Source: an optimization exercise on an open RTL-to-GDS flow (aim: small area, a short achievable clock period and few clock cycles per item). Production flows keep margins and buffers that such runs may drop.
The RTL was checked by simulation tests, not by an equivalence proof against the original design.

==> flow/design.v <==
module amihel_muldiv (
    input  wire        clk,
    input  wire        rst,         
    input  wire        req_valid,
    output wire        req_ready,
    input  wire [3:0]  req_fn,
    input  wire [63:0] req_a,
    input  wire [63:0] req_b,
    output reg         res_valid,
    output wire [63:0] res
);
    localparam W = 75;               
    localparam ST_IDLE  = 3'd0;
    localparam ST_MUL   = 3'd1;
    localparam ST_FINM  = 3'd2;
    localparam ST_NEG   = 3'd3;
    localparam ST_SHIFT = 3'd5;
    localparam ST_DIV   = 3'd6;
    localparam ST_FIND  = 3'd7;
    reg [2:0]    state;
    reg [W-1:0]  S;                  
    reg [W-1:0]  C;                  
    reg [65:0]   M;                  
    reg [63:0]   Q;                  
    reg          qprev;              
    reg          qfill;              
    reg          nprev;              
    reg          hmode;              
    reg          wop;                
    reg          isrem;
    reg          na, nb;             
    reg          pa, pb;             
    reg          bz;                 
    reg [6:0]    cnt;
    reg [6:0]    ba, bb;             
    reg          rq;                 
    reg          rw;                 
    reg          rdy;                
    reg          first;              
    reg          uns;                
    assign req_ready = rdy;
    wire [31:0] res_lo = rq ? Q[31:0] : S[31:0];
    wire [31:0] res_hi = rw ? {32{res_lo[31]}} : (rq ? Q[63:32] : S[63:32]);
    assign res = {res_hi, res_lo};
    wire        r_div    = req_fn[2] | req_fn[3];
    wire        r_w      = req_fn[3] | (req_fn == 4'd3);
    wire        r_dsgn   = r_div & ~req_fn[0];
    wire        r_sext   = r_w & (~r_div | ~req_fn[0]);      
    wire [63:0] a_ext    = r_w ? {{32{r_sext & req_a[31]}}, req_a[31:0]} : req_a;
    wire [63:0] b_ext    = r_w ? {{32{r_sext & req_b[31]}}, req_b[31:0]} : req_b;
    wire        r_uns    = (req_fn[1:0] == 2'd2);             
    wire [65:0] Mx = {M[64], M[64:0]};    
    wire [8:0]  qb = {Q[7:0], qprev};
    reg  [W-1:0] pp [0:3];
    reg  [3:0]   ng;
    integer j;
    always @(*) begin
        for (j = 0; j < 4; j = j + 1) begin : booth
            reg b0, b1, b2, one, two, neg;
            reg [65:0] mag;
            b0  = qb[2*j];
            b1  = qb[2*j+1];
            b2  = qb[2*j+2];
            neg = b2 & ~(b1 & b0);
            one = b1 ^ b0;
            two = (b2 & ~b1 & ~b0) | (~b2 & b1 & b0);
            mag = ({66{one}} & Mx) | ({66{two}} & {Mx[64:0], 1'b0});
            mag = mag ^ {66{neg}};
            pp[j] = {{(W-66){mag[65]}}, mag} << (2*j);
            ng[j] = neg;
        end
    end
    wire [W-1:0] Sa = hmode ? {{8{S[W-1]}}, S[W-1:8]} : S;
    wire [W-1:0] Ca = hmode ? {{8{C[W-1]}}, C[W-1:8]} : C;
    wire [9:0]   lowsum = {2'b0, S[7:0]} + {2'b0, C[7:0]} + {3'b0, nprev, 6'b0};
    wire [1:0]   cy = hmode ? lowsum[9:8] : 2'b00;
    wire [W-1:0] v0 = Sa;
    wire [W-1:0] v1 = Ca;
    wire [W-1:0] v2 = pp[0];
    wire [W-1:0] v3 = pp[1] | {{(W-2){1'b0}}, cy[1], ng[0]};
    wire [W-1:0] v4 = pp[2] | {{(W-3){1'b0}}, ng[1], 1'b0, cy[0]};
    wire [W-1:0] v5 = pp[3] | {{(W-5){1'b0}}, ng[2], 4'b0};
    wire [W-1:0] v6 = {{(W-7){1'b0}}, ng[3] & ~hmode, 6'b0};
    wire [W-1:0] s1 = v0 ^ v1 ^ v2;
    wire [W-1:0] c1 = ((v0 & v1) | (v0 & v2) | (v1 & v2)) << 1;
    wire [W-1:0] s2 = v3 ^ v4 ^ v5;
    wire [W-1:0] c2 = ((v3 & v4) | (v3 & v5) | (v4 & v5)) << 1;
    wire [W-1:0] s3 = s1 ^ c1 ^ s2;
    wire [W-1:0] c3 = ((s1 & c1) | (s1 & s2) | (c1 & s2)) << 1;
    wire [W-1:0] s4 = c2 ^ v6 ^ s3;
    wire [W-1:0] c4 = ((c2 & v6) | (c2 & s3) | (v6 & s3)) << 1;
    wire [W-1:0] s5 = s4 ^ c4 ^ c3;
    wire [W-1:0] c5 = ((s4 & c4) | (s4 & c3) | (c4 & c3)) << 1;
    wire mul_last = hmode ? (cnt == 7'd0) : (&Q[63:7] | ~|Q[63:7]);
    reg         xen, xinv, ym, yc, yq, yinv, cin;
    wire        negres = isrem ? na : (na ^ nb) | bz;
    wire [63:0] ax = ({64{xen}} & S[63:0]) ^ {64{xinv}};
    wire [63:0] ay = (({64{ym}} & M[63:0]) | ({64{yc}} & C[63:0]) | ({64{yq}} & Q)) ^ {64{yinv}};
    wire [64:0] asum = {1'b0, ax} + {1'b0, ay} + {64'd0, cin};
    wire        fits = ({1'b0, S[63:0]} >= {1'b0, M[63:0]}) & ~|M[65:64];
    wire        r_na = r_dsgn & a_ext[63];
    wire        r_nb = r_dsgn & b_ext[63];
    wire        r_mhs = ~r_div & (req_fn[1:0] == 2'd1);           
    wire [63:0] xa = a_ext ^ {64{r_na | r_mhs & a_ext[63]}};
    wire [63:0] xb = b_ext ^ {64{r_nb | r_mhs & b_ext[63]}};
    reg  [6:0]  bits_a, bits_b;
    integer k;
    always @(*) begin
        bits_a = 7'd0;
        bits_b = 7'd0;
        if (r_na) bits_a = 7'd1;
        for (k = 0; k < 64; k = k + 1) begin
            if (xa[k]) bits_a = k + 1 + r_na;
            if (xb[k]) bits_b = k + 1;
        end
    end
    wire [7:0]  dbits = {1'b0, ba} - {1'b0, bb};
    wire        qzero = dbits[7];                        
    wire [7:0]  hbits = {1'b0, ba} + {1'b0, bb};
    wire        hsmall = uns ? (hbits <= 8'd64) : (hbits <= 8'd63);
    wire        hneg = (na ^ nb) & ~(~|ba & ~na) & ~(~|bb & ~nb);
    wire [63:0] ma = a_ext ^ {64{a_ext[63]}};
    wire [63:0] mb = b_ext ^ {64{b_ext[63]}};
    wire [7:0]  nza, nzb;
    genvar g;
    generate
        for (g = 0; g < 8; g = g + 1) begin : bytes
            assign nza[g] = |ma[8*g+7:8*g];
            assign nzb[g] = |mb[8*g+7:8*g];
        end
    endgenerate
    reg r_swap;
    integer h;
    always @(*) begin
        r_swap = 1'b0;
        for (h = 0; h < 8; h = h + 1)
            if (nzb[h] && !(|(nza >> h))) r_swap = 1'b1;
    end
    wire [6:0]  sft   = (dbits[7] | bz) ? 7'd0 : (dbits[6:0] + {6'd0, dbits[0]});
    always @(posedge clk) C <= (state == ST_MUL) ? c5 : {W{1'b0}};
    always @(posedge clk) begin
        if (rst) begin
            state     <= ST_IDLE;
            rdy       <= 1'b1;
            res_valid <= 1'b0;
            begin xen <= 1'b0; xinv <= 1'b0; ym <= 1'b0; yc <= 1'b0; yq <= 1'b0; yinv <= 1'b0; cin <= 1'b0; end
        end else begin
            res_valid <= 1'b0;
            case (state)
                ST_IDLE: begin
                    begin xen <= 1'b0; xinv <= 1'b0; ym <= 1'b0; yc <= 1'b0; yq <= 1'b0; yinv <= 1'b0; cin <= 1'b0; end
                    if (req_valid) begin
                        rdy   <= 1'b0;
                        first <= 1'b1;
                        uns   <= r_uns;
                        ba    <= bits_a;
                        bb    <= bits_b;
                        wop   <= r_w;
                        rq    <= 1'b0;
                        rw    <= 1'b0;
                        isrem <= req_fn[1];
                        hmode <= ~r_div & (req_fn[0] ^ req_fn[1]);
                        qprev <= 1'b0;
                        nprev <= 1'b0;
                        cnt   <= 7'd8;
                        if (r_div) begin
                            S     <= {{(W-64){1'b0}}, a_ext};
                            M     <= {{2{r_dsgn & b_ext[63]}}, b_ext};
                            Q     <= 64'd0;
                            na    <= r_na;
                            nb    <= r_nb;
                            pa    <= r_na;
                            pb    <= r_nb;
                            bz    <= ~|b_ext;
                            if (r_nb) begin xen <= 1'b0; xinv <= 1'b0; ym <= 1'b1; yc <= 1'b0; yq <= 1'b0; yinv <= 1'b1; cin <= 1'b1; end
                            else if (r_na) begin xen <= 1'b1; xinv <= 1'b1; ym <= 1'b0; yc <= 1'b0; yq <= 1'b0; yinv <= 1'b0; cin <= 1'b1; end
                            else begin xen <= 1'b1; xinv <= 1'b0; ym <= 1'b1; yc <= 1'b0; yq <= 1'b0; yinv <= 1'b1; cin <= 1'b1; end
                            state <= (r_na | r_nb) ? ST_NEG : ST_SHIFT;
                        end else begin
                            S     <= {W{1'b0}};
                            if (r_swap & ~(req_fn[1] ^ req_fn[0])) begin
                                M     <= {{2{b_ext[63]}}, b_ext};
                                Q     <= a_ext;
                                qfill <= a_ext[63];
                            end else begin
                                M     <= {1'b0, ~r_uns & a_ext[63], a_ext};
                                Q     <= b_ext;
                                qfill <= ~r_uns & b_ext[63];
                            end
                            na    <= r_mhs & a_ext[63];
                            nb    <= r_mhs & b_ext[63];
                            state <= ST_MUL;
                        end
                    end
                end
                ST_MUL: if (hmode && first && hsmall) begin
                    S[63:0]   <= {64{hneg}};
                    res_valid <= 1'b1;
                    state     <= ST_IDLE;
                    rdy       <= 1'b1;
                    first     <= 1'b0;
                end else begin
                    first <= 1'b0;
                    S     <= s5;
                    Q     <= {{8{qfill}}, Q[63:8]};
                    qprev <= Q[7];
                    nprev <= ng[3];
                    if (!hmode) M <= {M[57:0], 8'd0};
                    cnt   <= cnt - 7'd1;
                    if (mul_last) begin
                        state <= ST_FINM;
                        xen <= 1'b1; yc <= 1'b1;
                    end
                end
                ST_FINM: begin
                    S[63:0]   <= asum[63:0];
                    rw        <= wop;
                    res_valid <= 1'b1;
                    state     <= ST_IDLE;
                    rdy       <= 1'b1;
                    begin xen <= 1'b0; xinv <= 1'b0; ym <= 1'b0; yc <= 1'b0; yq <= 1'b0; yinv <= 1'b0; cin <= 1'b0; end
                end
                ST_NEG, ST_SHIFT, ST_DIV: if (first && qzero) begin
                    res_valid <= 1'b1;
                    state     <= ST_IDLE;
                    rdy       <= 1'b1;
                    first     <= 1'b0;
                    rq        <= ~isrem;
                    rw        <= wop;
                    begin xen <= 1'b0; xinv <= 1'b0; ym <= 1'b0; yc <= 1'b0; yq <= 1'b0; yinv <= 1'b0; cin <= 1'b0; end
                end else if (state == ST_NEG) begin
                    first <= 1'b0;
                    if (pb) begin
                        M  <= {2'b00, asum[63:0]};
                        pb <= 1'b0;
                        if (pa) begin xen <= 1'b1; xinv <= 1'b1; ym <= 1'b0; yc <= 1'b0; yq <= 1'b0; yinv <= 1'b0; cin <= 1'b1; end
                        else begin
                            state <= ST_SHIFT;
                            begin xen <= 1'b1; xinv <= 1'b0; ym <= 1'b1; yc <= 1'b0; yq <= 1'b0; yinv <= 1'b1; cin <= 1'b1; end
                        end
                    end else begin
                        S     <= {{(W-64){1'b0}}, asum[63:0]};
                        pa    <= 1'b0;
                        M     <= M << sft;
                        cnt   <= sft;
                        state <= ST_DIV;
                        begin xen <= 1'b1; xinv <= 1'b0; ym <= 1'b1; yc <= 1'b0; yq <= 1'b0; yinv <= 1'b1; cin <= 1'b1; end
                    end
                end
                else begin
                    first <= 1'b0;
                    if (state == ST_SHIFT && sft != 7'd0) begin
                        M     <= M << sft;
                        cnt   <= sft;
                        state <= ST_DIV;
                    end else begin
                        if (fits) S <= {{(W-64){1'b0}}, asum[63:0]};
                        Q     <= {Q[62:0], fits};
                        M     <= {1'b0, M[65:1]};
                        cnt   <= cnt - 7'd1;
                        if (state == ST_SHIFT || cnt == 7'd0) begin
                            if (!negres) begin
                                state     <= ST_IDLE;
                                rdy       <= 1'b1;
                                res_valid <= 1'b1;
                                rq        <= ~isrem;
                                rw        <= wop;
                                begin xen <= 1'b0; xinv <= 1'b0; ym <= 1'b0; yc <= 1'b0; yq <= 1'b0; yinv <= 1'b0; cin <= 1'b0; end
                            end else begin
                                state <= ST_FIND;
                                xen  <= isrem; xinv <= isrem & negres;
                                ym   <= 1'b0; yc <= 1'b0;
                                yq   <= ~isrem; yinv <= ~isrem & negres;
                                cin  <= negres;
                            end
                        end
                    end
                end
                ST_FIND: begin
                    S[63:0]   <= asum[63:0];
                    rw        <= wop;
                    res_valid <= 1'b1;
                    state     <= ST_IDLE;
                    rdy       <= 1'b1;
                    begin xen <= 1'b0; xinv <= 1'b0; ym <= 1'b0; yc <= 1'b0; yq <= 1'b0; yinv <= 1'b0; cin <= 1'b0; end
                end
                default: begin
                    state <= ST_IDLE;
                    rdy   <= 1'b1;
                    begin xen <= 1'b0; xinv <= 1'b0; ym <= 1'b0; yc <= 1'b0; yq <= 1'b0; yinv <= 1'b0; cin <= 1'b0; end
                end
            endcase
        end
    end
endmodule
clock: 8.0 ns
lec_check: 0
cap_margin: 20
core_margin: 2
core_utilization: 40
setup_slack_margin: 3.0
slew_margin: 20
run.sh (not shown) runs the stock make flow with config.mk's settings and CLKGATE_MAP_FILE= SYNTH_SCRIPT=/design/flow/synth_recipe.tcl, a recipe that flattens the netlist after the stock synthesis.
Testbench counts at the start, summed over its fixed seeds: cycles 23,622, ops 3,200.
Change:
--- a/flow/design.v
+++ b/flow/design.v
@@ -32,16 +32,15 @@
     reg          pa, pb;             
     reg          bz;                 
     reg [6:0]    cnt;
     reg [6:0]    ba, bb;             
-    reg          rq;                 
     reg          rw;                 
     reg          rdy;                
     reg          first;              
     reg          uns;                
     assign req_ready = rdy;
-    wire [31:0] res_lo = rq ? Q[31:0] : S[31:0];
-    wire [31:0] res_hi = rw ? {32{res_lo[31]}} : (rq ? Q[63:32] : S[63:32]);
+    wire [31:0] res_lo = S[31:0];
+    wire [31:0] res_hi = rw ? {32{res_lo[31]}} : S[63:32];
     assign res = {res_hi, res_lo};
     wire        r_div    = req_fn[2] | req_fn[3];
     wire        r_w      = req_fn[3] | (req_fn == 4'd3);
     wire        r_dsgn   = r_div & ~req_fn[0];
@@ -155,9 +154,8 @@
                         uns   <= r_uns;
                         ba    <= bits_a;
                         bb    <= bits_b;
                         wop   <= r_w;
-                        rq    <= 1'b0;
                         rw    <= 1'b0;
                         isrem <= req_fn[1];
                         hmode <= ~r_div & (req_fn[0] ^ req_fn[1]);
                         qprev <= 1'b0;
@@ -224,9 +222,9 @@
                     res_valid <= 1'b1;
                     state     <= ST_IDLE;
                     rdy       <= 1'b1;
                     first     <= 1'b0;
-                    rq        <= ~isrem;
+                    if (!isrem) S[63:0] <= 64'd0;
                     rw        <= wop;
                     begin xen <= 1'b0; xinv <= 1'b0; ym <= 1'b0; yc <= 1'b0; yq <= 1'b0; yinv <= 1'b0; cin <= 1'b0; end
                 end else if (state == ST_NEG) begin
                     first <= 1'b0;
@@ -253,18 +251,19 @@
                         M     <= M << sft;
                         cnt   <= sft;
                         state <= ST_DIV;
                     end else begin
-                        if (fits) S <= {{(W-64){1'b0}}, asum[63:0]};
+                        if (!isrem && !negres && (state == ST_SHIFT || cnt == 7'd0))
+                            S[63:0] <= {Q[62:0], fits};      
+                        else if (fits) S <= {{(W-64){1'b0}}, asum[63:0]};
                         Q     <= {Q[62:0], fits};
                         M     <= {1'b0, M[65:1]};
                         cnt   <= cnt - 7'd1;
                         if (state == ST_SHIFT || cnt == 7'd0) begin
                             if (!negres) begin
                                 state     <= ST_IDLE;
                                 rdy       <= 1'b1;
                                 res_valid <= 1'b1;
-                                rq        <= ~isrem;
                                 rw        <= wop;
                                 begin xen <= 1'b0; xinv <= 1'b0; ym <= 1'b0; yc <= 1'b0; yq <= 1'b0; yinv <= 1'b0; cin <= 1'b0; end
                             end else begin
                                 state <= ST_FIND;
Sequential share of layout area is lower by 0.37 points. Synthesized area is higher by 1.3%. Cell area is higher by 2.0%. Setup slack gains 15 ps. Sequential cell count is lower by 1. Via count is higher by 5.5%. Die area is higher by 1.3%. First-iteration DRC count is higher by 19%. Synthesized cell count is higher by 4.9%. Core utilization is higher by 0.62 points.
Testbench counts after the change, summed over its fixed seeds: cycles 23,622, ops 3,200.

## re-timing with driven ports
In the flow no input, the clock included, has a driving cell. The finished layouts below were timed again as built, in two steps. Step 1 sets driving cells, clkbuf_16 on the clock port and buf_2 on the other inputs (assumed; they add their load-dependent delay and slew). Step 2 moves the port delays by t, midway between the first and last clock arrival at a register: inputs arrive t later, outputs are due t later. That takes back most of the time a late clock gives input paths. Slacks: ideal ports / drivers / drivers and shift; pairs: ideal ports / drivers.
run | t (ns) | slack for setup (ns) | hold slack, ns | worst setup path at the end
the first run | 0.732 | 2.794 / 2.794 / 2.371 | 0.495 / 0.495 / 0.495 | input to register
the second run | 0.768 | 2.809 / 2.809 / 2.279 | 0.530 / 0.530 / 0.530 | input to register
After both steps every run listed still meets setup and hold. For the second run, which loses most, drivers alone change the setup slack by 0.000 ns; drivers and shift together by -0.530 ns.
